Source: an optimization exercise on an open RTL-to-GDS flow (aim: small area, a short achievable clock period and few clock cycles). Production flows keep margins and buffers that such runs may drop. Where RTL was checked, it was by simulation tests only, not by an equivalence proof against the original. Only the layout flow was run in run 7; the RTL was not checked for function there.

--- design.v ---
module gz_sbox (
    input  wire [7:0] a,
    output wire [7:0] y
);
    wire U0 = a[7], U1 = a[6], U2 = a[5], U3 = a[4],
         U4 = a[3], U5 = a[2], U6 = a[1], U7 = a[0];
    wire T1, T2, T3, T4, T5, T6, T7, T8, T9, T10, T11, T12, T13, T14, T15, T16, T17, T18, T19, T20, T21, T22, T23, T24, T25, T26, T27, M1, M2, M3, M4, M5, M6, M7, M8, M9, M10, M11, M12, M13, M14, M15, M16, M17, M18, M19, M20, M21, M22, M23, M24, M25, M26, M27, M28, M29, M30, M31, M32, M33, M34, M35, M36, M37, M38, M39, M40, M41, M42, M43, M44, M45, M46, M47, M48, M49, M50, M51, M52, M53, M54, M55, M56, M57, M58, M59, M60, M61, M62, M63, N0, N1, N2, N3, N4, N5, N6, N7, N8, N9, N10, N11, N12, N13, N14, N15, N16, N17, N18, N19, N20, N21, N22, N23, N24, N25, N26, N27, N28, N29, N30, N31, N32, S0, S1, S2, S3, S4, S5, S6, S7;
    assign T1 = U0 ^ U3;
    assign T2 = U0 ^ U5;
    assign T3 = U0 ^ U6;
    assign T4 = U3 ^ U5;
    assign T5 = U4 ^ U6;
    assign T6 = T1 ^ T5;
    assign T7 = U1 ^ U2;
    assign T8 = U7 ^ T6;
    assign T9 = U7 ^ T7;
    assign T10 = T6 ^ T7;
    assign T11 = U1 ^ U5;
    assign T12 = U2 ^ U5;
    assign T13 = T3 ^ T4;
    assign T14 = T6 ^ T11;
    assign T15 = T5 ^ T11;
    assign T16 = T5 ^ T12;
    assign T17 = T9 ^ T16;
    assign T18 = U3 ^ U7;
    assign T19 = T7 ^ T18;
    assign T20 = T1 ^ T19;
    assign T21 = U6 ^ U7;
    assign T22 = T7 ^ T21;
    assign T23 = T2 ^ T22;
    assign T24 = T2 ^ T10;
    assign T25 = T20 ^ T17;
    assign T26 = T3 ^ T16;
    assign T27 = T1 ^ T12;
    assign M1 = T13 & T6;
    assign M2 = T23 & T8;
    assign M3 = T14 ^ M1;
    assign M4 = T19 & U7;
    assign M5 = M4 ^ M1;
    assign M6 = T3 & T16;
    assign M7 = T22 & T9;
    assign M8 = T26 ^ M6;
    assign M9 = T20 & T17;
    assign M10 = M9 ^ M6;
    assign M11 = T1 & T15;
    assign M12 = T4 & T27;
    assign M13 = M12 ^ M11;
    assign M14 = T2 & T10;
    assign M15 = M14 ^ M11;
    assign M16 = M3 ^ M2;
    assign M17 = M5 ^ T24;
    assign M18 = M8 ^ M7;
    assign M19 = M10 ^ M15;
    assign M20 = M16 ^ M13;
    assign M21 = M17 ^ M15;
    assign M22 = M18 ^ M13;
    assign M23 = M19 ^ T25;
    assign M24 = M22 ^ M23;
    assign M25 = M22 & M20;
    assign M26 = M21 ^ M25;
    assign M27 = M20 ^ M21;
    assign M28 = M23 ^ M25;
    assign M29 = M28 & M27;
    assign M30 = M26 & M24;
    assign M31 = M20 & M23;
    assign M32 = M27 & M31;
    assign M33 = M27 ^ M25;
    assign M34 = M21 & M22;
    assign M35 = M24 & M34;
    assign M36 = M24 ^ M25;
    assign M37 = M21 ^ M29;
    assign M38 = M32 ^ M33;
    assign M39 = M23 ^ M30;
    assign M40 = M35 ^ M36;
    assign M41 = M38 ^ M40;
    assign M42 = M37 ^ M39;
    assign M43 = M37 ^ M38;
    assign M44 = M39 ^ M40;
    assign M45 = M42 ^ M41;
    assign M46 = M44 & T6;
    assign M47 = M40 & T8;
    assign M48 = M39 & U7;
    assign M49 = M43 & T16;
    assign M50 = M38 & T9;
    assign M51 = M37 & T17;
    assign M52 = M42 & T15;
    assign M53 = M45 & T27;
    assign M54 = M41 & T10;
    assign M55 = M44 & T13;
    assign M56 = M40 & T23;
    assign M57 = M39 & T19;
    assign M58 = M43 & T3;
    assign M59 = M38 & T22;
    assign M60 = M37 & T20;
    assign M61 = M42 & T1;
    assign M62 = M45 & T4;
    assign M63 = M41 & T2;
    assign N0 = M61 ^ M62;
    assign N1 = M56 ^ N0;
    assign N2 = M55 ^ N1;
    assign N3 = M49 ^ M50;
    assign N4 = M54 ^ M58;
    assign N5 = M46 ^ M48;
    assign N6 = M52 ^ M53;
    assign N7 = M46 ^ M47;
    assign N8 = M50 ^ M51;
    assign N9 = N5 ^ N8;
    assign N10 = M59 ^ N0;
    assign N11 = M53 ^ N4;
    assign N12 = M60 ^ N5;
    assign N13 = N11 ^ N12;
    assign N14 = N6 ^ N7;
    assign N15 = N14 ^ N2;
    assign N16 = N3 ^ N6;
    assign N17 = N16 ^ N2;
    assign N18 = N3 ^ N7;
    assign N19 = N2 ^ N18;
    assign N20 = N8 ^ N11;
    assign N21 = N20 ^ N10;
    assign N22 = N7 ^ N9;
    assign N23 = N22 ^ N2;
    assign N24 = M61 ^ M63;
    assign N25 = N6 ^ N24;
    assign N26 = N13 ^ N25;
    assign N27 = M58 ^ N3;
    assign N28 = N9 ^ N27;
    assign N29 = N28 ^ N10;
    assign N30 = M57 ^ N3;
    assign N31 = N1 ^ N30;
    assign N32 = N13 ^ N31;
    assign S0 = N17;
    assign S1 = ~N15;
    assign S2 = ~N26;
    assign S3 = N19;
    assign S4 = N23;
    assign S5 = N32;
    assign S6 = ~N21;
    assign S7 = ~N29;
    assign y = {S0, S1, S2, S3, S4, S5, S6, S7};
endmodule
module gz_cmac (
    input  wire         clk,
    input  wire         rst,         
    input  wire         start,       
    input  wire [127:0] key,         
    output wire         idle,
    input  wire         in_valid,
    output wire         in_ready,
    input  wire [127:0] in_data,     
    input  wire         in_last,
    input  wire [4:0]   in_bytes,    
    output reg          tag_valid,
    output wire [127:0] tag
);
    localparam [2:0] S_IDLE  = 3'd0,     
                     S_KEY   = 3'd1,     
                     S_SUBK  = 3'd2,     
                     S_LOAD  = 3'd3,     
                     S_WAITF = 3'd4,     
                     S_WAITC = 3'd5,     
                     S_ENC   = 3'd6;     
    reg [2:0]   state;
    reg [127:0] ckey;        
    reg [127:0] subl;        
    reg         lval;
    reg [127:0] st;          
    reg [127:0] rk;          
    reg [3:0]   rnd;         
    reg         last_q;      
    reg         rdy;         
    reg         ks_new;      
    wire r10     = (rnd == 4'd10);
    wire rounds  = (state == S_SUBK) || (state == S_ENC);
    wire s_key   = (state == S_KEY);
    wire s_waitc = (state == S_WAITC);
    assign idle     = (state == S_IDLE);
    assign in_ready = rdy;
    wire take = in_valid && rdy;
    wire [127:0] k1 = {subl[126:0], 1'b0} ^ (subl[127] ? 128'h87 : 128'h0);
    wire [127:0] k2 = {k1[126:0], 1'b0} ^ (k1[127] ? 128'h87 : 128'h0);
    reg [127:0] pad_mask;    
    reg [127:0] pad_bit;     
    integer b;
    always @(*) begin
        for (b = 0; b < 16; b = b + 1) begin
            pad_mask[127 - 8*b -: 8] = (b < in_bytes) ? 8'hff : 8'h00;
            pad_bit [127 - 8*b -: 8] = (b == in_bytes) ? 8'h80 : 8'h00;
        end
    end
    wire         lf   = take && in_last && (in_bytes == 5'd16);
    wire         lp   = take && in_last && (in_bytes != 5'd16);
    wire [127:0] keep = {128{take}} & (in_last ? pad_mask : {128{1'b1}});
    wire [127:0] pbit = {128{take && in_last}} & pad_bit;
    wire [127:0] kx   = ({128{lf}} & k1) | ({128{lp}} & k2);
    reg [7:0] rcon;
    always @(*) begin
        case (ks_new ? 4'd0 : rnd)
            4'd0:  rcon = 8'h01;
            4'd1:  rcon = 8'h02;
            4'd2:  rcon = 8'h04;
            4'd3:  rcon = 8'h08;
            4'd4:  rcon = 8'h10;
            4'd5:  rcon = 8'h20;
            4'd6:  rcon = 8'h40;
            4'd7:  rcon = 8'h80;
            4'd8:  rcon = 8'h1b;
            4'd9:  rcon = 8'h36;
            default: rcon = 8'h00;
        endcase
    end
    wire [127:0] ks_in = ks_new ? ckey : rk;
    wire [31:0] w0 = ks_in[127:96];
    wire [31:0] w1 = ks_in[95:64];
    wire [31:0] w2 = ks_in[63:32];
    wire [31:0] w3 = ks_in[31:0];
    wire [31:0] sw;
    gz_sbox ks0 (.a(w3[23:16]), .y(sw[31:24]));
    gz_sbox ks1 (.a(w3[15:8]),  .y(sw[23:16]));
    gz_sbox ks2 (.a(w3[7:0]),   .y(sw[15:8]));
    gz_sbox ks3 (.a(w3[31:24]), .y(sw[7:0]));
    wire [31:0] n0 = w0 ^ sw ^ {rcon, 24'h0};
    wire [31:0] n1 = w1 ^ n0;
    wire [31:0] n2 = w2 ^ n1;
    wire [31:0] n3 = w3 ^ n2;
    wire [127:0] rk_next = {n0, n1, n2, n3};
    wire [127:0] addk_k = (rounds ? rk : 128'h0) ^
                          ((take || s_key) ? ckey : 128'h0) ^
                          (s_waitc ? st : 128'h0);
    wire [127:0] addk   = (addk_k ^ kx) ^ ((in_data & keep) ^ pbit);
    wire sel_mc = rounds && !r10;
    wire [127:0] sb;
    genvar g;
    generate
        for (g = 0; g < 16; g = g + 1) begin : g_sb
            gz_sbox u_sb (.a(st[8*g+7 -: 8]), .y(sb[8*g+7 -: 8]));
        end
    endgenerate
    wire [127:0] sr;
    generate
        for (g = 0; g < 16; g = g + 1) begin : g_sr
            assign sr[127 - 8*g -: 8] = sb[127 - 8*((((g/4) + (g%4)) % 4)*4 + (g%4)) -: 8];
        end
    endgenerate
    function [7:0] xtime;
        input [7:0] v;
        xtime = {v[6:0], 1'b0} ^ (v[7] ? 8'h1b : 8'h00);
    endfunction
    wire [127:0] ag = sr & {128{rounds}};
    wire [127:0] mg = sr & {128{sel_mc}};
    wire [127:0] st_next;
    generate
        for (g = 0; g < 4; g = g + 1) begin : g_mc
            wire [7:0] a0 = mg[127 - 32*g      -: 8];
            wire [7:0] a1 = mg[127 - 32*g -  8 -: 8];
            wire [7:0] a2 = mg[127 - 32*g - 16 -: 8];
            wire [7:0] a3 = mg[127 - 32*g - 24 -: 8];
            wire [7:0] p01 = a0 ^ a1;
            wire [7:0] p12 = a1 ^ a2;
            wire [7:0] p23 = a2 ^ a3;
            wire [7:0] p30 = a3 ^ a0;
            wire [7:0] t   = p01 ^ p23;
            wire [31:0] d  = {t ^ xtime(p01), t ^ xtime(p12),
                              t ^ xtime(p23), t ^ xtime(p30)};
            assign st_next[127 - 32*g -: 32] =
                (ag[127 - 32*g -: 32] ^ addk[127 - 32*g -: 32]) ^ d;
        end
    endgenerate
    always @(posedge clk) begin
        st <= st_next;
        rk <= rk_next;
        if (idle && start)
            ckey <= key;
        if (state == S_LOAD)
            subl <= st;
    end
    assign tag = tag_valid ? st : 128'h0;
    reg [2:0] state_d;
    reg [3:0] rnd_d;
    reg       lval_d;
    reg       last_d;
    always @(*) begin
        state_d = state;
        rnd_d   = rnd;
        lval_d  = lval;
        last_d  = take ? in_last : last_q;
        if (sel_mc)
            rnd_d = rnd + 4'd1;
        if (take)
            rnd_d = 4'd1;
        case (state)
            S_IDLE: begin
                if (start) begin
                    lval_d  = lval && (key == ckey);
                    state_d = (lval && (key == ckey)) ? S_WAITF : S_KEY;
                end
            end
            S_KEY: begin
                rnd_d   = 4'd1;
                state_d = S_SUBK;
            end
            S_SUBK: begin
                if (r10)
                    state_d = S_LOAD;
            end
            S_LOAD: begin
                lval_d  = 1'b1;
                state_d = S_WAITF;
            end
            S_WAITF, S_WAITC: begin
                if (in_valid)
                    state_d = S_ENC;
            end
            S_ENC: begin
                if (r10 && !take)
                    state_d = last_q ? S_IDLE : S_WAITC;
            end
            default: state_d = S_IDLE;
        endcase
    end
    always @(posedge clk) begin
        if (rst) begin
            state     <= S_IDLE;
            lval      <= 1'b0;
            rnd       <= 4'd0;
            last_q    <= 1'b0;
            tag_valid <= 1'b0;
            ks_new    <= 1'b0;
            rdy       <= 1'b0;
        end else begin
            state     <= state_d;
            lval      <= lval_d;
            rnd       <= rnd_d;
            last_q    <= last_d;
            tag_valid <= (state == S_ENC) && r10 && last_q;
            ks_new    <= (state_d != S_SUBK && state_d != S_ENC) ||
                         (rnd_d == 4'd10);
            rdy       <= (state_d == S_WAITF) || (state_d == S_WAITC) ||
                         (state_d == S_ENC && rnd_d == 4'd10 && !last_d);
        end
    end
endmodule
--- flow/run.sh ---
#!/bin/bash
# Own flow: the standard layout (standard.sh), except that synthesis maps
# the logic with an area-oriented ABC script (flow/abc_map.script) instead of
# ORFS's delay script, which restructures the XOR networks of the S-boxes
# into much larger logic. Everything else, registers included, is the
# standard synthesis; placement, CTS and routing are standard.sh's, with
# plain buffers on the ports.
set -euo pipefail
W=$PWD
ABC_SCRIPT=$W/flow/abc_map.script
cat > $W/own_synth.tcl <<EOS
proc abc {args} {
  set i [lsearch \$args -script]
  if {\$i >= 0} { lset args [expr {\$i + 1}] $ABC_SCRIPT }
  foreach c {xor3_1 xor3_2 xor3_4 xnor3_1 xnor3_2 xnor3_4} {
    lappend args -dont_use sky130_fd_sc_hd__\$c
  }
  yosys abc {*}\$args
}
source $W/synth_recipe.tcl
EOS
sed "s|$W/synth_recipe.tcl|$W/own_synth.tcl|g" $W/standard.sh > $W/own_standard.sh
grep -q own_synth.tcl $W/own_standard.sh
bash $W/own_standard.sh synth > $W/synth.log 2>&1
# The ports' buffers are the platform's plain buf_1 instead of the buffer
# buffer_ports picks on its own (clkdlybuf4s50_1, a slow delay cell).
bash $W/own_standard.sh "BUFFER_PORTS_ARGS=-buffer_cell sky130_fd_sc_hd__buf_1" finish > $W/layout.log 2>&1
--- flow/abc_map.script ---
&get -n
&st
&dch -f
&nf -R 1000
&put
--- standard.sh ---
#!/bin/bash
# synth_recipe.tcl (not shown) runs the flow's synth.tcl, then flattens the netlist and writes it again
# the make line also repeats each setting of config.mk as NAME=value (left out here)
make -C /OpenROAD-flow-scripts/flow DESIGN_CONFIG=/design/flow/config.mk WORK_HOME=/design/flow/orfs CLKGATE_MAP_FILE= SYNTH_SCRIPT=/design/flow/synth_recipe.tcl "${@:-finish}"
--- config.mk ---
export PLATFORM = sky130hd
export DESIGN_NAME = gz_cmac
export DESIGN_NICKNAME = gz_cmac
export VERILOG_FILES = /design/flow/design.v
export SDC_FILE = /design/flow/constraint.sdc
export NUM_CORES = 8
export LEC_CHECK = 0
export CAP_MARGIN = 20
export CORE_MARGIN = 2
export CORE_UTILIZATION = 40
export PLACE_DENSITY = 0.55
export SETUP_SLACK_MARGIN = 4
export SLEW_MARGIN = 20
--- constraint.sdc ---
create_clock -name core_clock -period 10.0 [get_ports {clk}]
set_input_delay 2.0000 -clock core_clock [delete_from_list [all_inputs] [get_ports {clk}]]
set_output_delay 2.0000 -clock core_clock [all_outputs]
set_load 0.01 [all_outputs]
==> flow_metrics.env, run 1 <==
export IMPL_status="timing/DRC/antenna clean"
export IMPL_layout_min_cycle_time_ps=5890
export IMPL_critical_path_class="reg2reg"
export IMPL_routed_wl_met2_um=90300
export IMPL_place_inst=7451
export IMPL_fp_row_count=127
export IMPL_drv_cap=0
export IMPL_ioPinCount=397
export IMPL_cp_top_family="XOR/XNOR gates"
export IMPL_top_layer="met5"
export IMPL_async_reset_ff_share_pct=0
export IMPL_synth_main_ff_cell="dfxtp_1"
export IMPL_slew_viol_final=0
export IMPL_grt_pass1_wl_um=278000
export IMPL_worstPathArrival_ps=6460
export IMPL_routed_wl_um=200000
export IMPL_endpoint_kind="flip-flop"
export IMPL_whs_ps=466
export IMPL_cts_made_buffers=69
export IMPL_num_vias=41600
export IMPL_synth_warnings=1
export IMPL_max_stage_delay_ps=500
export IMPL_slew_headroom_pct=20.9
export IMPL_dpl_hpwl_um=156000
export IMPL_place_gp_congestion=0.993
export IMPL_clk_pin_slew_worst_paths_ps=60
export IMPL_fin_tns_setup_ps=0
export IMPL_final_common_cell="xnor2_1"
export IMPL_fin_nets=6396
export IMPL_track_usage_pct=31.1
export IMPL_yosysSeqAreaShare_pct=27.1
export IMPL_rsz0062_at_grt="true"
export IMPL_cts_tree="yes"
export IMPL_die_h_um=351
export IMPL_synth_edf_count=256
export IMPL_synth_cells=5379
export IMPL_clkSinkCount=524
export IMPL_setup_viol=0
export IMPL_hp_class="reg2reg"
export IMPL_die_area_sq_um=123000
export IMPL_syn_mean_instance_area_sq_um=8.94
export IMPL_die_w_um=351
export IMPL_critPathMaxFanout=7
export IMPL_routed_wl_met3_um=15800
export IMPL_syn_to_final_growth_pct=28.1
export IMPL_wl_met1_um=83500
export IMPL_syn_num_nets=5687
export IMPL_core_sq_um=120000
export IMPL_skew_ps=29.7
export IMPL_drc_errors=0
export IMPL_netlist_area_sq_um=48100
export IMPL_cp_slowest_cell="xnor2_2"
export IMPL_vias_per_cell=5.36
export IMPL_drive_above_1_share_pct=17.3
export IMPL_crit_chain="xor2_4, xor2_4, xor2_1, clkinv_1, ha_1, xnor2_2, xnor2_2, xor2_2, nand3_1, a21oi_1, a21oi_2, xor2_2, xnor2_2, nand2_1, xor2_2, xor2_2, xnor2_4, xnor2_2, nor2_2, xor2_2, xor2_2, buf_4, xor2_1, xnor2_1"
export IMPL_path_buf_inv=2
export IMPL_clock_latency_ps=660
export IMPL_layout_common_cells="1554 x xnor2_1, 717 x nand2_1, 624 x xor2_1"
export IMPL_overflow=0
export IMPL_cts_max_level=3
export IMPL_synth_seq_cells=524
export IMPL_grt_max_degree=82
export IMPL_max_freq_mhz=170
export IMPL_ys_types=43
export IMPL_cp_required_ps=10570
export IMPL_start_util_pct=40.2
export IMPL_place_port_buffers=396
export IMPL_wl_per_cell_um=25.7
export IMPL_tightest_slew_ps=1190
export IMPL_yosysTopAreaCell="xnor2_1"
export IMPL_crit_top_cell="xor2_2"
export IMPL_hold_viol=0
export IMPL_fin_cells=7759
export IMPL_ctsRootBufferMaster="clkbuf_16"
export IMPL_clk_path_buf_depth=3
export IMPL_antenna_left=0
export IMPL_startpoint_type="flip-flop"
export IMPL_dr_first_iter_drc_count=4122
export IMPL_synth_top_area_share_pct=33.5
export IMPL_first_global_vias=39900
export IMPL_synth_area_top_cells="xnor2_1 34%, edfxtp_1 16%, xor2_1 15%, dfxtp_1 11%, nand2_1 5.6%"
export IMPL_dr_pass1_iters=8
export IMPL_min_period_over_period_pct=58.9
export IMPL_grt_antenna_before_repair=10
routing by layer:
metal | vias to the layer above | track usage [%]
met4 | 4 | 13.7
met3 | 358 | 3.68
met5 | - | 0
met2 | 1935 | 49.5
li1 | 19000 | -
met1 | 20300 | 42.3
area by class of cell:
class | instances | area, sq um
tap | 1612 | 2020
inverter | 64 | 240
clock buffer | 94 | 2010
multi-input combinational | 4791 | 40200
antenna | 3 | 7.51
sequential | 524 | 13200
clock inverter | 33 | 359
fill | 11200 | 58000
timing repair buffer | 638 | 3530
state kept, by name (all words and copies together), names as in the netlist:
signal     count
rnd            4
ks_new         1
rk           128
rdy            1
ckey         128
subl         128
state          3
tag_valid      1
lval           1
st           128
last_q         1
kinds of logic after synthesis:
| logic type | Yosys count | synth area share [%] |
|---|---|---|
| flip-flops | 524 | 27.1 |
| AND/OR/NAND/NOR | 1421 | 12.8 |
| buffers and inverters | 64 | 0.499 |
| AO/OA/AOI/OAI | 543 | 7.44 |
| multiplexers | 128 | 2.66 |
| XOR/XNOR | 2657 | 48.4 |
| adder cells (fa/ha/maj) | 42 | 1.09 |
worst reg2reg max path: stages, from the launching register on:
cell	delay, ps
dfxtp_4	460
xor2_4	270
xor2_4	240
xor2_1	250
clkinv_1	100
ha_1	340
xnor2_2	160
xnor2_2	220
xor2_2	270
nand3_1	120
a21oi_1	220
a21oi_2	110
xor2_2	350
xnor2_2	160
nand2_1	110
xor2_2	280
xor2_2	310
xnor2_4	190
xnor2_2	500
nor2_2	180
xor2_2	290
xor2_2	200
buf_4	150
xor2_1	180
xnor2_1	140
cells in the mapped netlist (all sizes together), types with 2 or more instances:
cell	number
xnor2	1841
xor2	816
nand2	719
nor2	359
a22oi	270
dfxtp	268
edfxtp	256
and2	146
mux2i	128
a21oi	110
o21ai	95
clkinv	64
nor2b	55
ha	42
nand2b	42
nor4	40
nor3	17
nand3	11
or2	11
nand4	10
o211ai	9
a31oi	7
o31ai	6
a211oi	5
and3	5
o21bai	5
o22a	5
a21boi	4
a21o	4
a32oi	4
o21a	4
o22ai	4
nor3b	3
a2bb2oi	2
a31o	2
nand3b	2
o31a	2
through the flow:
stage | area, sq um | util (%) | worst slack, ps
final | 61600 | 51.5 | 4110
after global routing | 61600 | 51.5 | 3870
after CTS | 57500 | 48.1 | 3900
after detailed placement | 52500 | 43.9 | 2480
after global placement | 52500 | 43.9 | 2450
after floorplan | 48500 | - | 3620
final timing paths:
kind              startpoint        end  slack, ps  cells after the start
setup / recovery     st[105]     st[44]       4110                     24
hold / removal        last_q  tag_valid        470                      2
setup reg to reg     st[105]     st[44]       4110                     24
hold reg to reg       last_q  tag_valid        470                      2
repair_timing:
item / 4_1_cts / 5_1_grt
endpoints found under the setup margin: 244 / 205
endpoints found under the hold margin: 0 / 0
buffers inserted: 53 / 122
hold buffers: 0 / 0
pin swaps: 32 / 122
gates resized for setup: 385 / 465
cloned: 0 / 2
Testbench counts, summed over its fixed seeds: cycles 27,258.
==> run 2: changes to the inputs <==
--- a/flow/run.sh
+++ b/flow/run.sh
@@ -2,7 +2,8 @@
 # Own flow: the standard layout (standard.sh), except that synthesis maps
 # the logic with an area-oriented ABC script (flow/abc_map.script) instead of
 # ORFS's delay script, which restructures the XOR networks of the S-boxes
-# into much larger logic. Everything else, registers included, is the
+# into much larger logic; 3-input XOR cells are left out of the mapping
+# (two 2-input ones are smaller). Everything else, registers included, is the
 # standard synthesis; placement, CTS and routing are standard.sh's, with
 # plain buffers on the ports.
 set -euo pipefail
--- a/config.mk
+++ b/config.mk
@@ -7,7 +7,7 @@
 export LEC_CHECK = 0
 export CAP_MARGIN = 20
 export CORE_MARGIN = 2
-export CORE_UTILIZATION = 40
-export PLACE_DENSITY = 0.55
+export CORE_UTILIZATION = 50
+export PLACE_DENSITY = 0.6
 export SETUP_SLACK_MARGIN = 4
 export SLEW_MARGIN = 20
==> flow_metrics.env, run 2 <==
export IMPL_drive_above_1_share_pct=16.9
export IMPL_drc_errors=0
export IMPL_endpoint_kind="flip-flop"
export IMPL_cp_slowest_cell="mux2i_4"
export IMPL_ys_types=43
export IMPL_crit_top_cell="xor2_2"
export IMPL_synth_main_ff_cell="dfxtp_1"
export IMPL_grt_pass1_wl_um=268000
export IMPL_skew_ps=35.6
export IMPL_routed_wl_um=190000
export IMPL_layout_common_cells="1538 x xnor2_1, 717 x nand2_1, 635 x xor2_1"
export IMPL_hp_class="reg2reg"
export IMPL_whs_ps=471
export IMPL_worstPathArrival_ps=6450
export IMPL_cp_required_ps=10510
export IMPL_synth_area_top_cells="xnor2_1 34%, edfxtp_1 16%, xor2_1 15%, dfxtp_1 11%, nand2_1 5.6%"
export IMPL_cp_top_family="XOR/XNOR gates"
export IMPL_status="timing/DRC/antenna clean"
export IMPL_ctsRootBufferMaster="clkbuf_16"
export IMPL_core_sq_um=95200
export IMPL_cp_depth=26
export IMPL_die_area_sq_um=98700
export IMPL_vias_per_cell=5.61
export IMPL_tightest_slew_ps=1270
export IMPL_synth_most_common_cell="xnor2_1"
export IMPL_r2r_start="ks_new"
export IMPL_rsz0062_at_grt="true"
export IMPL_min_path_cells=2
export IMPL_path_buf_inv=6
export IMPL_yosysSeqAreaShare_pct=27.1
export IMPL_synth_warnings=1
export IMPL_worstHoldStart="last_q"
export IMPL_async_reset_ff_share_pct=0
export IMPL_slew_viol_final=0
export IMPL_clkSinkCount=524
export IMPL_hold_viol=0
export IMPL_r2r_cells=26
export IMPL_cts_tree="yes"
export IMPL_synth_top_area_share_pct=33.5
export IMPL_fp_row_count=113
export IMPL_cts_made_buffers=67
export IMPL_die_h_um=314
export IMPL_setup_slack_ps=4070
export IMPL_drv_cap=0
export IMPL_ioPinCount=397
export IMPL_slew_headroom_pct=15.6
export IMPL_setup_viol=0
export IMPL_syn_to_final_growth_pct=27.0
export IMPL_overflow=0
export IMPL_grt_antenna_before_repair=7
export IMPL_synth_commonest_cells="1841 x xnor2_1, 816 x xor2_1, 719 x nand2_1"
export IMPL_max_freq_mhz=169
export IMPL_netlist_area_sq_um=48100
export IMPL_clk_pin_slew_worst_paths_ps=60
export IMPL_startpoint="ks_new"
export IMPL_fin_tns_setup_ps=0
export IMPL_place_port_buffers=396
export IMPL_grt_max_degree=130
export IMPL_fin_nets=6364
export IMPL_wl_per_cell_um=25.8
export IMPL_critPathMaxFanout=11
export IMPL_antenna_left=0
export IMPL_final_common_cell="xnor2_1"
export IMPL_clock_latency_ps=660
export IMPL_cts_max_level=3
export IMPL_first_global_vias=39500
export IMPL_dr_first_iter_drc_count=4389
export IMPL_num_vias=41400
export IMPL_clk_path_buf_depth=3
export IMPL_die_w_um=314
export IMPL_synth_cells=5379
export IMPL_pre_cts_slack_ps=2760
export IMPL_cts_hold_buf=0
export IMPL_syn_mean_instance_area_sq_um=8.94
export IMPL_critical_path_class="reg2reg"
export IMPL_place_gp_congestion=1.04
export IMPL_dpl_hpwl_um=146000
export IMPL_yosysTopAreaCell="xnor2_1"
export IMPL_max_stage_delay_ps=420
export IMPL_start_util_pct=50.6
export IMPL_layout_min_cycle_time_ps=5930
export IMPL_syn_num_nets=5687
export IMPL_synth_seq_cells=524
export IMPL_dr_pass1_iters=6
export IMPL_track_usage_pct=37.0
export IMPL_startpoint_type="flip-flop"
export IMPL_min_period_over_period_pct=59.3
export IMPL_synth_edf_count=256
[run 2: tightest hold or removal path, stage by stage (launching register included)]
cell and delay, ps:
dfxtp_1 340, nand2_1 60, nor3_1 40
[run 2: logic make-up after synthesis]
family,Yosys count,share of synthesized area (%)
buffers and inverters,64,0.499
muxes,128,2.66
DFF,524,27.1
xor gates and xnor gates,2657,48.4
and+or+nand+nor,1421,12.8
adders and majority gates,42,1.09
AOI/OAI and AO/OA,543,7.44
[run 2: layer usage]
layer	GRT usage, %	up-vias	routed length [um]
li1	-	19000	-
met1	50.3	20000	78300
met2	57.8	2005	85700
met3	5.06	392	15600
met4	18.4	2	10400
met5	0	-	10
[run 2: through the flow]
step           area [sq um]  utilization, %  instances
2_1_floorplan         48500               -       5379
3_3_place_gp          52000            54.6       7090
3_5_place_dp          52000            54.7       7092
4_1_cts               56900            59.8       7253
5_1_grt               61100            64.2       7373
6_report              61100            64.2       7375
[run 2: worst paths after layout]
check / to / slack [ps]
worst min-delay path: tag_valid / 470
worst max register to register: rk[28] / 4070
worst max-delay path: rk[28] / 4070
worst min register to register: tag_valid / 470
[run 2: repair_timing]
item | CTS | global route
pin swaps | 29 | 120
setup buffers | 40 | 120
endpoints found under the setup margin | 245 | 204
gates resized for setup | 377 | 486
[run 2: final cells by class]
type / count / area, sq um
sequential: 524 / 13200
antenna: 2 / 5.00
clock inverter: 28 / 279
multi-input combinational: 4791 / 40500
timing repair buffer: 608 / 3260
fill: 8059 / 34100
tap: 1265 / 1580
clock buffer: 93 / 2000
inverter: 64 / 240
==> run 3: changes to the inputs <==
--- a/config.mk
+++ b/config.mk
@@ -7,7 +7,8 @@
 export LEC_CHECK = 0
 export CAP_MARGIN = 20
 export CORE_MARGIN = 2
-export CORE_UTILIZATION = 50
+export CORE_UTILIZATION = 45
+export GPL_ROUTABILITY_DRIVEN = 0
 export PLACE_DENSITY = 0.6
 export SETUP_SLACK_MARGIN = 4
 export SLEW_MARGIN = 20
==> flow_metrics.env, run 3 <==
export IMPL_status="timing/DRC/antenna clean"
export IMPL_yosysTopAreaCell="xnor2_1"
export IMPL_dpl_cell_area_sq_um=52200
export IMPL_core_sq_um=106000
export IMPL_cp_required_ps=10510
export IMPL_clkSinkCount=524
export IMPL_rsz0062_at_grt="true"
export IMPL_place_port_buffers=396
export IMPL_cts_tree="yes"
export IMPL_clock_latency_ps=650
export IMPL_synth_area_top_cells="xnor2_1 34%, edfxtp_1 16%, xor2_1 15%, dfxtp_1 11%, nand2_1 5.6%"
export IMPL_ctsRootBufferMaster="clkbuf_16"
export IMPL_tightest_slew_ps=1180
export IMPL_die_h_um=331
export IMPL_synth_mux_area_share_pct=2.66
export IMPL_synth_commonest_cells="1841 x xnor2_1, 816 x xor2_1, 719 x nand2_1"
export IMPL_dpl_hpwl_um=146000
export IMPL_synth_top_area_share_pct=33.5
export IMPL_worstHoldStart="lval"
export IMPL_startpoint_type="flip-flop"
export IMPL_worstPathArrival_ps=6450
export IMPL_start_util_pct=45.5
export IMPL_antenna_left=0
export IMPL_netlist_area_sq_um=48100
export IMPL_fp_row_count=119
export IMPL_synth_top_family_by_area="XOR/XNOR gates"
export IMPL_grt_busiest_layer="met2"
export IMPL_track_usage_pct=33.0
export IMPL_synthSimpleGateAreaFrac_pct=12.8
export IMPL_clk_path_buf_depth=3
export IMPL_synth_compound_area_share_pct=7.44
export IMPL_first_global_vias=39700
export IMPL_synthXorXnorAreaFrac_pct=48.4
export IMPL_max_freq_mhz=168
export IMPL_fin_tns_setup_ps=0
export IMPL_grt_max_degree=86
export IMPL_critical_path_class="reg2reg"
export IMPL_drv_cap=0
export IMPL_vias_per_cell=5.58
export IMPL_final_core_util_pct=57.7
export IMPL_drc_errors=0
export IMPL_fin_nets=6375
export IMPL_synth_edf_count=256
export IMPL_hp_class="reg2reg"
export IMPL_r2r_start="st[46]"
export IMPL_min_period_over_period_pct=59.4
export IMPL_slew_headroom_pct=21.2
export IMPL_die_area_sq_um=110000
export IMPL_syn_num_nets=5687
export IMPL_slew_viol_final=0
export IMPL_synth_seq_cells=524
export IMPL_critPathMaxFanout=6
export IMPL_async_reset_ff_share_pct=0
export IMPL_skew_ps=26.5
export IMPL_layout_min_cycle_time_ps=5940
export IMPL_endpoint_kind="flip-flop"
export IMPL_grt_use_met2_pct=50.9
export IMPL_wl_per_cell_um=25.4
export IMPL_clk_pin_slew_worst_paths_ps=60
export IMPL_synth_adder_area_share_pct=1.09
export IMPL_routed_wl_um=191000
export IMPL_grt_pass1_wl_um=264000
export IMPL_overflow=0
export IMPL_met3_usage_pct=5.43
export IMPL_grt_antenna_before_repair=7
export IMPL_ys_types=43
export IMPL_dr_pass1_iters=8
export IMPL_num_fill_cells=9178
export IMPL_hold_viol=0
export IMPL_whs_ps=478
export IMPL_cts_hold_buf=0
export IMPL_startpoint="st[46]"
export IMPL_synth_cells=5379
export IMPL_synth_main_ff_cell="dfxtp_1"
export IMPL_final_common_cell="xnor2_1"
export IMPL_fin_area_sq_um=61000
export IMPL_ioPinCount=397
export IMPL_synth_most_common_cell="xnor2_1"
export IMPL_synth_warnings=1
export IMPL_setup_viol=0
export IMPL_drive_above_1_share_pct=16.5
export IMPL_num_vias=41900
export IMPL_layout_common_cells="1550 x xnor2_1, 718 x nand2_1, 622 x xor2_1"
export IMPL_cts_max_level=3
export IMPL_yosysSeqAreaShare_pct=27.1
export IMPL_cts_made_buffers=66
export IMPL_syn_to_final_growth_pct=26.8
export IMPL_dr_first_iter_drc_count=4435
export IMPL_die_w_um=331
export IMPL_syn_mean_instance_area_sq_um=8.94
export IMPL_use_met1_pct=44.1
## run 3: per-layer routing
| layer | wire length, um | share of wire, % |
|---|---|---|
| met5 | 11 | 0.0058 |
| met4 | 12700 | 6.7 |
| met3 | 19000 | 9.9 |
| met2 | 84000 | 44 |
| met1 | 75300 | 39 |
## run 3: timing repair
item	in CTS	in global routing
cloned	0	3
pin swaps	24	123
setup endpoints to repair	236	220
buffers inserted	35	131
gates resized for setup	336	499
## run 3: cell type report
class	count	area, sq um	area share [%]
sequential	524	13200	21.7
clock buffer	101	1990	3.26
antenna	3	7.51	0.0123
inverter	64	240	0.394
timing repair buffer	620	3400	5.58
multi-input combinational	4791	40200	65.9
tap	1391	1740	2.85
clock inverter	20	161	0.265
## run 3: worst max-delay path, stage by stage, from the launching register on
cell and delay [ps]:
dfxtp_2 490, xor2_1 370, xnor2_2 210, xnor2_1 290
ha_1 290, xnor2_1 200, xnor2_1 110, xnor2_1 370
o21ai_0 240, xnor2_2 220, xnor2_1 320, xnor2_1 180
nand2_1 130, xor2_2 310, xor2_2 150, xnor2_2 320
xnor2_1 170, nor2_2 210, nand2_1 230, nand2_1 210
o21ai_4 110, xor2_2 190, xnor2_1 350, xnor2_1 120
## run 3: path summary, 6_finish.rpt
kind	end	slack (ps)	depth (start not counted)
max	st[115]	4060	23
min	lval	480	2
max reg2reg	st[115]	4060	23
min reg2reg	lval	480	2
## run 3: cells by family (layout without fill, tap and decap cells)
kind of cell	count (synthesis)	count (layout)
compound gates	543	543
xor+xnor	2657	2657
simple gates	1421	1421
buf+inv	64	805
flops	524	524
fa+ha+maj	42	42
mux	128	128
other cells	0	3
## run 3: per-stage QoR
stage                     instances  worst slack [ps]
final                          7514              4060
after global routing           7511              3840
after CTS                      7377              3900
after detailed placement       7221              2770
after global placement         7221              2830
after floorplan                5379              3620
==> run 4: changes to the inputs <==
==> config.mk (replaced) <==
export PLATFORM = sky130hd
export DESIGN_NAME = gz_cmac
export DESIGN_NICKNAME = gz_cmac
export VERILOG_FILES = /design/flow/design.v
export SDC_FILE = /design/flow/constraint.sdc
export NUM_CORES = 8
export LEC_CHECK = 0
export CAP_MARGIN = 5
export CORE_MARGIN = 2
export CORE_UTILIZATION = 45
export PLACE_DENSITY = 0.6
export SETUP_SLACK_MARGIN = 4
export SLEW_MARGIN = 5
==> flow_metrics.env, run 4 <==
export IMPL_status="timing/DRC/antenna clean"
export IMPL_dr_pass1_iters=6
export IMPL_num_fill_cells=9473
export IMPL_clkSinkCount=524
export IMPL_start_util_pct=45.5
export IMPL_setup_slack_ps=4130
export IMPL_synth_edf_count=256
export IMPL_overflow=0
export IMPL_worstPathArrival_ps=6480
export IMPL_netlist_area_sq_um=48100
export IMPL_routed_wl_um=191000
export IMPL_rsz0062_at_grt="true"
export IMPL_seqCellArea_sq_um=13200
export IMPL_place_gp_congestion=1.02
export IMPL_crit_top_cell="xnor2_1"
export IMPL_vias_per_cell=5.54
export IMPL_yosysTopAreaCell="xnor2_1"
export IMPL_hp_class="reg2reg"
export IMPL_cp_slowest_cell="mux2i_2"
export IMPL_track_usage_pct=33.4
export IMPL_cts_hold_buf=0
export IMPL_syn_num_nets=5687
export IMPL_clk_pin_slew_worst_paths_ps=60
export IMPL_fin_tns_setup_ps=0
export IMPL_cts_tree="yes"
export IMPL_synth_top_area_share_pct=33.5
export IMPL_cts_made_buffers=61
export IMPL_synth_warnings=1
export IMPL_fp_row_count=119
export IMPL_whs_ps=476
export IMPL_multiInputGateArea_sq_um=40000
export IMPL_hold_viol=0
export IMPL_synth_main_ff_cell="dfxtp_1"
export IMPL_startpoint_type="flip-flop"
export IMPL_first_global_vias=39700
export IMPL_dr_first_iter_drc_count=4040
export IMPL_tightest_slew_ps=1200
export IMPL_num_vias=41500
export IMPL_place_port_buffers=396
export IMPL_synth_cells=5379
export IMPL_fin_cells=7490
export IMPL_r2r_cells=25
export IMPL_layout_min_cycle_time_ps=5870
export IMPL_slew_viol_final=0
export IMPL_ys_types=43
export IMPL_synth_most_common_cell="xnor2_1"
export IMPL_die_h_um=331
export IMPL_syn_mean_instance_area_sq_um=8.94
export IMPL_fin_nets=6349
export IMPL_grt_pass1_wl_um=268000
export IMPL_min_period_over_period_pct=58.7
export IMPL_endpoint_kind="flip-flop"
export IMPL_ctsRootBufferMaster="clkbuf_16"
export IMPL_ioPinCount=397
export IMPL_setup_viol=0
export IMPL_cp_required_ps=10610
export IMPL_yosysSeqAreaShare_pct=27.1
export IMPL_cp_top_family="XOR/XNOR gates"
export IMPL_drive_above_1_share_pct=16.4
export IMPL_synth_commonest_cells="1841 x xnor2_1, 816 x xor2_1, 719 x nand2_1"
export IMPL_final_core_util_pct=57.4
export IMPL_drc_errors=0
export IMPL_core_sq_um=106000
export IMPL_dpl_hpwl_um=148000
export IMPL_max_freq_mhz=170
export IMPL_die_area_sq_um=110000
export IMPL_max_stage_delay_ps=550
export IMPL_skew_ps=17.1
export IMPL_pre_cts_slack_ps=2750
export IMPL_syn_to_final_growth_pct=26.1
export IMPL_path_buf_inv=4
export IMPL_critical_path_class="reg2reg"
export IMPL_synth_area_top_cells="xnor2_1 34%, edfxtp_1 16%, xor2_1 15%, dfxtp_1 11%, nand2_1 5.6%"
export IMPL_layout_common_cells="1561 x xnor2_1, 716 x nand2_1, 633 x xor2_1"
export IMPL_cts_max_level=2
export IMPL_final_common_cell="xnor2_1"
export IMPL_min_path_cells=2
export IMPL_slew_headroom_pct=19.9
export IMPL_synth_seq_cells=524
export IMPL_antenna_left=0
export IMPL_place_inst=7223
export IMPL_clock_latency_ps=690
export IMPL_async_reset_ff_share_pct=0
export IMPL_die_w_um=331
export IMPL_critPathMaxFanout=5
export IMPL_cp_depth=25
export IMPL_clk_path_buf_depth=3
export IMPL_grt_antenna_before_repair=5
export IMPL_wl_per_cell_um=25.4
export IMPL_drv_cap=0
export IMPL_grt_max_degree=118
==> run 4: final cells by class <==
cell class	instances	share of cell area (%)
diodes	5	0.0206
clock buffers	78	2.90
clock inverters	38	0.821
inverters	64	0.396
multi-input cells	4791	66.0
flip-flops and latches	524	21.8
well taps	1391	2.87
repair buffers	599	5.23
==> run 4: final timing paths <==
kind	endpoint	slack [ps]	start
setup reg to reg	rk[2]	4130	ks_new
setup / recovery	rk[2]	4130	ks_new
hold reg to reg	tag_valid	480	last_q
hold / removal	tag_valid	480	last_q
==> run 4: tightest hold or removal path: stages, from the launching register on <==
cell and delay, ps:
dfxtp_1 340, nand2_1 60, nor3_1 40
==> run 4: routing by layer <==
layer  track usage, %  up-vias  share of wire (%)
met1             45.1    20100                 41
met4             16.3        4                5.9
li1                 -    18900                  -
met5                0        -              0.011
met3             4.96      445                8.6
met2             52.2     2044                 44
==> run 4: metrics by stage <==
stage          cell area (sq um)
2_1_floorplan              48500
4_1_cts                    56700
6_report                   60700
3_3_place_gp               52200
3_5_place_dp               52200
5_1_grt                    60600
==> run 4: timing repair <==
action	CTS	global route
endpoints found under the hold margin	0	0
pin swaps	24	115
gates cloned	0	1
setup endpoints to repair	233	208
gates resized for setup	333	478
setup buffers	33	112
==> run 4: logic make-up after synthesis <==
| family | Yosys count | synth area share, % |
|---|---|---|
| AO/OA/AOI/OAI | 543 | 7.44 |
| multiplexers | 128 | 2.66 |
| flip-flops | 524 | 27.1 |
| adder cells (fa/ha/maj) | 42 | 1.09 |
| AND/OR/NAND/NOR | 1421 | 12.8 |
| XOR/XNOR | 2657 | 48.4 |
| buffers and inverters | 64 | 0.499 |
==> run 5: changes to the inputs <==
--- a/config.mk
+++ b/config.mk
@@ -5,9 +5,10 @@
 export SDC_FILE = /design/flow/constraint.sdc
 export NUM_CORES = 8
 export LEC_CHECK = 0
-export CAP_MARGIN = 5
+export CAP_MARGIN = 20
 export CORE_MARGIN = 2
 export CORE_UTILIZATION = 45
+export GPL_TIMING_DRIVEN = 0
 export PLACE_DENSITY = 0.6
 export SETUP_SLACK_MARGIN = 4
-export SLEW_MARGIN = 5
+export SLEW_MARGIN = 20
==> flow_metrics.env, run 5 <==
export IMPL_r2r_cells=24
export IMPL_antenna_left=0
export IMPL_num_vias=41400
export IMPL_start_util_pct=45.5
export IMPL_synth_most_common_cell="xnor2_1"
export IMPL_cts_hold_buf=0
export IMPL_min_period_over_period_pct=59.5
export IMPL_ctsRootBufferMaster="clkbuf_16"
export IMPL_synth_cells=5379
export IMPL_overflow=0
export IMPL_worstPathArrival_ps=6520
export IMPL_fin_cells=7526
export IMPL_slew_viol_final=0
export IMPL_cts_tree="yes"
export IMPL_grt_antenna_before_repair=12
export IMPL_async_reset_ff_share_pct=0
export IMPL_track_usage_pct=32.6
export IMPL_synth_top_area_share_pct=33.5
export IMPL_ys_types=43
export IMPL_critical_path_class="reg2reg"
export IMPL_met3_usage_pct=5.03
export IMPL_synth_compound_area_share_pct=7.44
export IMPL_synth_main_ff_cell="dfxtp_1"
export IMPL_setup_viol=0
export IMPL_worstHoldStart="last_q"
export IMPL_dr_first_iter_drc_count=4113
export IMPL_critPathMaxFanout=19
export IMPL_multiInputGateArea_sq_um=40700
export IMPL_hp_class="reg2reg"
export IMPL_wl_per_cell_um=24.9
export IMPL_first_global_vias=39300
export IMPL_yosysTopAreaCell="xnor2_1"
export IMPL_fp_row_count=119
export IMPL_syn_to_final_growth_pct=29.9
export IMPL_vias_per_cell=5.51
export IMPL_setup_slack_ps=4050
export IMPL_synth_adder_area_share_pct=1.09
export IMPL_grt_pass1_wl_um=262000
export IMPL_clk_path_buf_depth=3
export IMPL_grt_max_degree=69
export IMPL_die_w_um=331
export IMPL_place_port_buffers=396
export IMPL_dpl_cell_area_sq_um=52800
export IMPL_clock_latency_ps=650
export IMPL_whs_ps=476
export IMPL_core_sq_um=106000
export IMPL_drc_errors=0
export IMPL_synth_seq_cells=524
export IMPL_min_path_cells=2
export IMPL_die_area_sq_um=110000
export IMPL_use_met1_pct=44.3
export IMPL_pre_cts_slack_ps=2450
export IMPL_skew_ps=28.2
export IMPL_synth_top_family_by_area="XOR/XNOR gates"
export IMPL_synthXorXnorAreaFrac_pct=48.4
export IMPL_status="timing/DRC/antenna clean"
export IMPL_startpoint="ks_new"
export IMPL_r2r_start="ks_new"
export IMPL_cts_max_level=3
export IMPL_clk_pin_slew_worst_paths_ps=60
export IMPL_rsz0062_at_grt="true"
export IMPL_tightest_slew_ps=1230
export IMPL_dpl_hpwl_um=145000
export IMPL_grt_use_met2_pct=50.9
export IMPL_synth_edf_count=256
export IMPL_drive_above_1_share_pct=17.5
export IMPL_fin_nets=6383
export IMPL_place_inst=7207
export IMPL_hold_viol=0
export IMPL_synth_mux_area_share_pct=2.66
export IMPL_place_gp_congestion=0.993
export IMPL_grt_busiest_layer="met2"
export IMPL_dr_pass1_iters=6
export IMPL_synthSimpleGateAreaFrac_pct=12.8
export IMPL_clkSinkCount=524
export IMPL_slew_headroom_pct=17.5
export IMPL_final_core_util_pct=59.1
export IMPL_seqCellArea_sq_um=13200
export IMPL_die_h_um=331
export IMPL_netlist_area_sq_um=48100
export IMPL_synth_area_top_cells="xnor2_1 34%, edfxtp_1 16%, xor2_1 15%, dfxtp_1 11%, nand2_1 5.6%"
export IMPL_cp_required_ps=10570
export IMPL_syn_mean_instance_area_sq_um=8.94
export IMPL_layout_common_cells="1536 x xnor2_1, 717 x nand2_1, 620 x xor2_1"
export IMPL_cts_made_buffers=68
export IMPL_synth_commonest_cells="1841 x xnor2_1, 816 x xor2_1, 719 x nand2_1"
export IMPL_startpoint_type="flip-flop"
export IMPL_yosysSeqAreaShare_pct=27.1
export IMPL_syn_num_nets=5687
export IMPL_num_fill_cells=9211
export IMPL_final_common_cell="xnor2_1"
export IMPL_fin_area_sq_um=62500
export IMPL_endpoint_kind="flip-flop"
export IMPL_fin_tns_setup_ps=0
export IMPL_synth_warnings=1
export IMPL_drv_cap=0
export IMPL_layout_min_cycle_time_ps=5950
export IMPL_ioPinCount=397
export IMPL_max_freq_mhz=168
export IMPL_routed_wl_um=188000
[run 5: metal layers]
metal  routed length, um  up-vias
met2               83200     1923
met3               16000      380
li1                    -    19000
met4               11200        4
met1               77100    20100
met5                  25        -
[run 5: worst paths after layout]
path / end / slack, ps
hold reg to reg: tag_valid / 480
hold / removal: tag_valid / 480
setup reg to reg: rk[27] / 4050
setup / recovery: rk[27] / 4050
[run 5: timing repair]
action / in CTS / in global routing
endpoints found under the setup margin: 244 / 207
cloned: 0 / 3
pin swaps: 35 / 108
resized for setup: 435 / 438
setup buffers: 67 / 118
[run 5: layout make-up]
| type | count | area share, % |
|---|---|---|
| flip-flops and latches | 524 | 21.2 |
| diodes | 5 | 0.0200 |
| clock buffers | 90 | 3.17 |
| repair buffers | 626 | 6.71 |
| multi-input cells | 4791 | 65.1 |
| well taps | 1391 | 2.78 |
| clock inverters | 35 | 0.659 |
| inverters | 64 | 0.384 |
[run 5: logic make-up (layout without fill, tap and decap cells)]
| kind of cell | after synthesis | after routing |
|---|---|---|
| muxes | 128 | 128 |
| buffers and inverters | 64 | 815 |
| DFF | 524 | 524 |
| and+or+nand+nor | 1421 | 1421 |
| xor gates and xnor gates | 2657 | 2657 |
| adders and majority gates | 42 | 42 |
| AOI/OAI and AO/OA | 543 | 543 |
| other | 0 | 5 |
[run 5: worst max-delay path: stages (launching register included)]
cell	delay, ps
dfxtp_4	410
buf_16	220
mux2i_4	460
xor2_4	270
xnor2_2	160
xnor2_1	280
ha_1	290
xor2_1	170
xnor2_1	260
xnor2_2	200
clkinv_1	140
a21oi_1	240
xnor2_2	130
xnor2_1	270
xor2_1	210
nand2_1	110
xor2_2	240
xor2_2	300
xor2_4	300
buf_12	180
xnor2_4	130
xnor2_4	170
buf_12	170
xnor2_1	280
xnor2_1	160
==> run 6: changes to the inputs <==
--- a/config.mk
+++ b/config.mk
@@ -8,7 +8,6 @@
 export CAP_MARGIN = 20
 export CORE_MARGIN = 2
 export CORE_UTILIZATION = 45
-export GPL_TIMING_DRIVEN = 0
 export PLACE_DENSITY = 0.6
 export SETUP_SLACK_MARGIN = 4
 export SLEW_MARGIN = 20
==> flow_metrics.env, run 6 <==
export IMPL_grt_pass1_wl_um=268000
export IMPL_final_common_cell="xnor2_1"
export IMPL_vias_per_cell=5.54
export IMPL_dr_pass1_iters=6
export IMPL_first_global_vias=39700
export IMPL_fin_tns_setup_ps=0
export IMPL_critical_path_class="reg2reg"
export IMPL_fp_row_count=119
export IMPL_ctsRootBufferMaster="clkbuf_16"
export IMPL_cts_max_level=2
export IMPL_pre_cts_slack_ps=2750
export IMPL_grt_max_degree=118
export IMPL_startpoint_type="flip-flop"
export IMPL_wl_per_cell_um=25.4
export IMPL_synth_main_ff_cell="dfxtp_1"
export IMPL_hp_class="reg2reg"
export IMPL_fin_area_sq_um=60700
export IMPL_synth_cells=5379
export IMPL_drv_cap=0
export IMPL_cts_made_buffers=61
export IMPL_synth_top_area_share_pct=33.5
export IMPL_yosysSeqAreaShare_pct=27.1
export IMPL_place_port_buffers=396
export IMPL_routed_wl_um=191000
export IMPL_cp_required_ps=10610
export IMPL_num_fill_cells=9473
export IMPL_setup_viol=0
export IMPL_clk_path_buf_depth=3
export IMPL_die_area_sq_um=110000
export IMPL_max_freq_mhz=170
export IMPL_slew_viol_final=0
export IMPL_synth_commonest_cells="1841 x xnor2_1, 816 x xor2_1, 719 x nand2_1"
export IMPL_antenna_left=0
export IMPL_worstHoldStart="last_q"
export IMPL_clkSinkCount=524
export IMPL_endpoint_kind="flip-flop"
export IMPL_rsz0062_at_grt="true"
export IMPL_ioPinCount=397
export IMPL_r2r_start="ks_new"
export IMPL_dpl_hpwl_um=148000
export IMPL_layout_min_cycle_time_ps=5870
export IMPL_startpoint="ks_new"
export IMPL_syn_num_nets=5687
export IMPL_track_usage_pct=33.4
export IMPL_min_period_over_period_pct=58.7
export IMPL_synth_most_common_cell="xnor2_1"
export IMPL_clk_pin_slew_worst_paths_ps=60
export IMPL_syn_mean_instance_area_sq_um=8.94
export IMPL_cts_tree="yes"
export IMPL_drive_above_1_share_pct=16.4
export IMPL_reg2reg_setup_slack_ps=4130
export IMPL_synth_edf_count=256
export IMPL_synth_seq_cells=524
export IMPL_critPathMaxFanout=5
export IMPL_fin_nets=6349
export IMPL_skew_ps=17.1
export IMPL_yosysTopAreaCell="xnor2_1"
export IMPL_clock_latency_ps=690
export IMPL_slew_headroom_pct=19.9
export IMPL_start_util_pct=45.5
export IMPL_layout_common_cells="1561 x xnor2_1, 716 x nand2_1, 633 x xor2_1"
export IMPL_worstPathArrival_ps=6480
export IMPL_setup_slack_ps=4130
export IMPL_num_vias=41500
export IMPL_synth_area_top_cells="xnor2_1 34%, edfxtp_1 16%, xor2_1 15%, dfxtp_1 11%, nand2_1 5.6%"
export IMPL_async_reset_ff_share_pct=0
export IMPL_tightest_slew_ps=1200
export IMPL_synth_warnings=1
export IMPL_status="timing/DRC/antenna clean"
export IMPL_dpl_cell_area_sq_um=52200
export IMPL_grt_antenna_before_repair=5
export IMPL_syn_to_final_growth_pct=26.1
export IMPL_dr_first_iter_drc_count=4040
export IMPL_hold_viol=0
export IMPL_drc_errors=0
export IMPL_ys_types=43
export IMPL_cts_hold_buf=0
export IMPL_die_w_um=331
export IMPL_die_h_um=331
export IMPL_place_gp_congestion=1.02
export IMPL_core_sq_um=106000
export IMPL_overflow=0
export IMPL_netlist_area_sq_um=48100
-- run 6: through the flow --
step	utilization, %	instances	hold slack, ps
finish	57.4	7490	476
global route	57.4	7485	495
CTS	53.6	7372	470
detailed placement	49.4	7223	455
global placement	49.4	7223	457
floorplan	-	5379	440
-- run 6: metal layers --
metal / GRT usage (%) / vias to the layer above / wire, um
met5: 0 / - / 21
met4: 16.3 / 4 / 11200
met3: 4.96 / 445 / 16300
met2: 52.2 / 2044 / 84400
met1: 45.1 / 20100 / 78600
li1: - / 18900 / -
-- run 6: final timing paths --
check	endpoint	cells past startpoint
min	tag_valid	2
max	rk[2]	25
max reg2reg	rk[2]	25
min reg2reg	tag_valid	2
-- run 6: worst max-delay path: stages (launching register included) --
cell and delay (ps):
dfxtp_4 380, buf_12 170, mux2i_2 550, xor2_4 300, xor2_2 150, buf_4 150
xor2_2 180, ha_1 260, xnor2_1 140, xnor2_1 280, xnor2_2 150, buf_4 170
o21ai_2 170, xor2_2 260, xnor2_1 220, nand2_1 160, xor2_1 190, xnor2_1 230
xnor2_1 200, xor2_1 160, xnor2_2 430, xnor2_2 180, xnor2_2 150, buf_4 180
xnor2_4 200, xnor2_1 130
-- run 6: timing repair --
| item | in CTS | in global routing |
|---|---|---|
| cloned | 0 | 1 |
| setup endpoints to repair | 233 | 208 |
| buffers inserted | 33 | 112 |
| hold endpoints to repair | 0 | 0 |
| pin swaps | 24 | 115 |
| gates resized for setup | 333 | 478 |
-- run 6: cell type report --
cell class                 instances  area, sq um  share of cell area (%)
antenna                            5         12.5                  0.0206
tap                             1391         1740                    2.87
multi-input combinational       4791        40000                    66.0
clock buffer                      78         1760                    2.90
sequential                       524        13200                    21.8
inverter                          64          240                   0.396
clock inverter                    38          498                   0.821
timing repair buffer             599         3170                    5.23
-- run 6: cell families after synthesis --
| group | synth area share [%] |
|---|---|
| buffers and inverters | 0.499 |
| flip-flops | 27.1 |
| multiplexers | 2.66 |
| AND/OR/NAND/NOR | 12.8 |
| adder cells (fa/ha/maj) | 1.09 |
| XOR/XNOR | 48.4 |
| AO/OA/AOI/OAI | 7.44 |
==> run 7: changes to the inputs <==
--- a/design.v
+++ b/design.v
@@ -168,7 +168,6 @@
     reg [3:0]   rnd;         
     reg         last_q;      
     reg         rdy;         
-    reg         ks_new;      
     wire r10     = (rnd == 4'd10);
     wire rounds  = (state == S_SUBK) || (state == S_ENC);
     wire s_key   = (state == S_KEY);
@@ -194,36 +193,35 @@
     wire [127:0] kx   = ({128{lf}} & k1) | ({128{lp}} & k2);
     reg [7:0] rcon;
     always @(*) begin
-        case (ks_new ? 4'd0 : rnd)
-            4'd0:  rcon = 8'h01;
-            4'd1:  rcon = 8'h02;
-            4'd2:  rcon = 8'h04;
-            4'd3:  rcon = 8'h08;
-            4'd4:  rcon = 8'h10;
-            4'd5:  rcon = 8'h20;
-            4'd6:  rcon = 8'h40;
-            4'd7:  rcon = 8'h80;
-            4'd8:  rcon = 8'h1b;
-            4'd9:  rcon = 8'h36;
+        case (rnd)
+            4'd1:  rcon = 8'h01;
+            4'd2:  rcon = 8'h02;
+            4'd3:  rcon = 8'h04;
+            4'd4:  rcon = 8'h08;
+            4'd5:  rcon = 8'h10;
+            4'd6:  rcon = 8'h20;
+            4'd7:  rcon = 8'h40;
+            4'd8:  rcon = 8'h80;
+            4'd9:  rcon = 8'h1b;
+            4'd10: rcon = 8'h36;
             default: rcon = 8'h00;
         endcase
     end
-    wire [127:0] ks_in = ks_new ? ckey : rk;
-    wire [31:0] w0 = ks_in[127:96];
-    wire [31:0] w1 = ks_in[95:64];
-    wire [31:0] w2 = ks_in[63:32];
-    wire [31:0] w3 = ks_in[31:0];
+    wire [31:0] w0 = rk[127:96];
+    wire [31:0] w1 = rk[95:64];
+    wire [31:0] w2 = rk[63:32];
+    wire [31:0] w3 = rk[31:0];
     wire [31:0] sw;
     gz_sbox ks0 (.a(w3[23:16]), .y(sw[31:24]));
     gz_sbox ks1 (.a(w3[15:8]),  .y(sw[23:16]));
     gz_sbox ks2 (.a(w3[7:0]),   .y(sw[15:8]));
     gz_sbox ks3 (.a(w3[31:24]), .y(sw[7:0]));
-    wire [31:0] n0 = w0 ^ sw ^ {rcon, 24'h0};
-    wire [31:0] n1 = w1 ^ n0;
-    wire [31:0] n2 = w2 ^ n1;
-    wire [31:0] n3 = w3 ^ n2;
-    wire [127:0] rk_next = {n0, n1, n2, n3};
-    wire [127:0] addk_k = (rounds ? rk : 128'h0) ^
+    wire [31:0] q0 = w0 ^ {rcon, 24'h0};
+    wire [31:0] q1 = q0 ^ w1;
+    wire [31:0] q2 = q1 ^ w2;
+    wire [31:0] q3 = q2 ^ w3;
+    wire [127:0] rk_next = {sw ^ q0, sw ^ q1, sw ^ q2, sw ^ q3};
+    wire [127:0] addk_k = (rounds ? rk_next : 128'h0) ^
                           ((take || s_key) ? ckey : 128'h0) ^
                           (s_waitc ? st : 128'h0);
     wire [127:0] addk   = (addk_k ^ kx) ^ ((in_data & keep) ^ pbit);
@@ -267,7 +265,7 @@
     endgenerate
     always @(posedge clk) begin
         st <= st_next;
-        rk <= rk_next;
+        rk <= sel_mc ? rk_next : ckey;
         if (idle && start)
             ckey <= key;
         if (state == S_LOAD)
@@ -324,7 +322,6 @@
             rnd       <= 4'd0;
             last_q    <= 1'b0;
             tag_valid <= 1'b0;
-            ks_new    <= 1'b0;
             rdy       <= 1'b0;
         end else begin
             state     <= state_d;
@@ -332,8 +329,6 @@
             rnd       <= rnd_d;
             last_q    <= last_d;
             tag_valid <= (state == S_ENC) && r10 && last_q;
-            ks_new    <= (state_d != S_SUBK && state_d != S_ENC) ||
-                         (rnd_d == 4'd10);
             rdy       <= (state_d == S_WAITF) || (state_d == S_WAITC) ||
                          (state_d == S_ENC && rnd_d == 4'd10 && !last_d);
         end
==> flow_metrics.env, run 7 <==
export IMPL_ioPinCount=397
export IMPL_die_h_um=337
export IMPL_place_port_buffers=396
export IMPL_drc_errors=0
export IMPL_netlist_area_sq_um=49800
export IMPL_synth_top_area_share_pct=36.0
export IMPL_final_common_cell="xnor2_1"
export IMPL_rsz0062_at_grt="true"
export IMPL_first_global_vias=41900
export IMPL_critPathMaxFanout=7
export IMPL_startpoint_type="flip-flop"
export IMPL_ys_types=42
export IMPL_clk_pin_slew_worst_paths_ps=60
export IMPL_fin_tns_setup_ps=0
export IMPL_grt_antenna_before_repair=4
export IMPL_hp_class="reg2reg"
export IMPL_cts_hold_buf=0
export IMPL_cts_made_buffers=69
export IMPL_fin_nets=6792
export IMPL_num_vias=43300
export IMPL_track_usage_pct=33.7
export IMPL_slew_viol_final=0
export IMPL_final_core_util_pct=57.0
export IMPL_overflow=0
export IMPL_grt_max_degree=105
export IMPL_antenna_left=0
export IMPL_min_period_over_period_pct=59.3
export IMPL_place_gp_congestion=1.04
export IMPL_setup_viol=0
export IMPL_syn_num_nets=6122
export IMPL_min_path_cells=2
export IMPL_dpl_hpwl_um=154000
export IMPL_worstPathArrival_ps=6490
export IMPL_layout_min_cycle_time_ps=5930
export IMPL_cp_required_ps=10570
export IMPL_start_util_pct=45.2
export IMPL_grt_pass1_wl_um=280000
export IMPL_synth_most_common_cell="xnor2_1"
export IMPL_drive_above_1_share_pct=15.9
export IMPL_clock_latency_ps=660
export IMPL_r2r_cells=23
export IMPL_synth_seq_cells=531
export IMPL_yosysSeqAreaShare_pct=26.5
export IMPL_slew_headroom_pct=23.5
export IMPL_core_sq_um=110000
export IMPL_timing_rr_end="st[18]"
export IMPL_status="timing/DRC/antenna clean"
export IMPL_critical_path_class="reg2reg"
export IMPL_synth_area_top_cells="xnor2_1 36%, edfxtp_1 15%, xor2_1 14%, dfxtp_1 11%, nand2_1 6.8%"
export IMPL_wl_per_cell_um=24.7
export IMPL_r2r_start="st[119]"
export IMPL_vias_per_cell=5.40
export IMPL_endpoint_kind="flip-flop"
export IMPL_layout_common_cells="1703 x xnor2_1, 897 x nand2_1, 626 x xor2_1"
export IMPL_tightest_slew_ps=1140
export IMPL_hold_viol=0
export IMPL_reg2reg_setup_slack_ps=4070
export IMPL_die_w_um=337
export IMPL_drv_cap=0
export IMPL_whs_ps=456
export IMPL_hold_end="tag_valid"
export IMPL_clk_path_buf_depth=3
export IMPL_ctsRootBufferMaster="clkbuf_16"
export IMPL_fp_row_count=122
export IMPL_dr_first_iter_drc_count=4024
export IMPL_skew_ps=35.6
export IMPL_synth_main_ff_cell="dfxtp_1"
export IMPL_yosysTopAreaCell="xnor2_1"
export IMPL_clkSinkCount=531
export IMPL_synth_cells=5810
export IMPL_routed_wl_um=199000
export IMPL_worstHoldStart="last_q"
export IMPL_max_freq_mhz=169
export IMPL_dr_pass1_iters=6
export IMPL_synth_commonest_cells="2047 x xnor2_1, 900 x nand2_1, 793 x xor2_1"
export IMPL_syn_to_final_growth_pct=26.2
export IMPL_cts_max_level=3
export IMPL_async_reset_ff_share_pct=0
export IMPL_synth_warnings=1
export IMPL_cts_tree="yes"
export IMPL_synth_edf_count=256
export IMPL_syn_mean_instance_area_sq_um=8.57
export IMPL_die_area_sq_um=113000
## run 7: critical path, cell delays in order, from the launching register on
cell and delay [ps]:
dfxtp_4 480, xor2_4 260, xor2_2 300, xor2_1 230
ha_1 270, xnor2_1 200, xnor2_1 130, xnor2_2 300
o21ai_0 150, xor2_1 210, xnor2_1 310, xnor2_1 180
nor2b_1 250, xnor2_2 180, xor2_2 320, xnor2_1 180
xnor2_2 450, nand2_1 210, nor2_2 250, xor2_2 100
buf_4 170, xnor2_4 290, xnor2_1 230, xnor2_1 160
## run 7: cell type report
type                    instances  area (sq um)
clock buffers                 100          2060
multi-input cells            5208         41800
clock inverters                26           364
fillers                      9997         47400
flip-flops and latches        531         13400
diodes                          1          2.50
inverters                      71           270
repair buffers                599          3090
well taps                    1488          1860
## run 7: worst max path at each step
stage	from	endpoint	slack [ps]
global route	st[23]	st[47]	3870
finish	st[119]	st[18]	4070
global placement	rk[17]	st[25]	2380
detailed placement	rk[17]	st[25]	2550
CTS	st[39]	st[25]	3900
floorplan	state[0]	st[88]	2730
## run 7: cells by family after synthesis
logic type | after synthesis | synth area share [%]
buffers and inverters | 71 | 0.535
AND/OR/NAND/NOR | 1812 | 15.7
XOR/XNOR | 2840 | 49.9
flip-flops | 531 | 26.5
multiplexers | 12 | 0.259
AO/OA/AOI/OAI | 498 | 5.93
adder cells (fa/ha/maj) | 46 | 1.16
## run 7: what timing repair did
item | in CTS | in global routing
gates cloned | 0 | 0
gates resized for setup | 387 | 492
pin swaps | 47 | 110
setup buffers | 58 | 89
endpoints found under the hold margin | 0 | 0
endpoints found under the setup margin | 168 | 153
## run 7: metal layers
| metal | wire length, um | up-vias | track usage (%) |
|---|---|---|---|
| met2 | 91000 | 1947 | 53.9 |
| met1 | 80300 | 21000 | 44.5 |
| li1 | - | 19900 | - |
| met3 | 16000 | 460 | 4.88 |
| met5 | 26 | - | 0 |
| met4 | 11100 | 4 | 16.7 |
## run 7: through the flow
step | setup WS [ps] | instances | instance area, sq um
after global placement | 2380 | 7750 | 53800
after detailed placement | 2550 | 7750 | 53800
after floorplan | 2730 | 5810 | 49900
after global routing | 3870 | 8023 | 62800
final | 4070 | 8024 | 62800
after CTS | 3900 | 7934 | 59000

## separate check: timing with driven ports
No port has a modelled driver above. Below, the same layouts with a new extraction and two added sets of constraints. Step 1: set_driving_cell puts a clkbuf_16 on clk and a buf_2 on each other input, an assumption about the parent block. Step 2 also shifts input and output timing later by t, the mid clock arrival at the registers, as if the neighbouring blocks saw the same clock. a / b / c = no drivers / after step 1 / after step 2; a / b = the first two.
run | t, ns | setup slack, ns | worst setup path at the end | slew at the worst register clock pin (ns) | cell pins on the clock port's net
run 1 | 0.712 | 4.109 / 4.109 / 3.588 | input to register | 0.07 / 0.07 | 1
run 2 | 0.718 | 4.067 / 4.067 / 3.578 | input to register | 0.07 / 0.07 | 1
run 3 | 0.714 | 4.060 / 4.060 / 3.951 | input to register | 0.07 / 0.07 | 1
run 4 | 0.756 | 4.131 / 4.131 / 3.569 | input to register | 0.07 / 0.07 | 1
run 5 | 0.715 | 4.054 / 4.054 / 3.718 | input to register | 0.07 / 0.07 | 1
run 6 | 0.756 | 4.131 / 4.131 / 3.569 | input to register | 0.07 / 0.07 | 1
run 7 | 0.718 | 4.072 / 4.072 / 3.585 | input to register | 0.07 / 0.07 | 1
After both steps setup and hold are still met in every run listed.
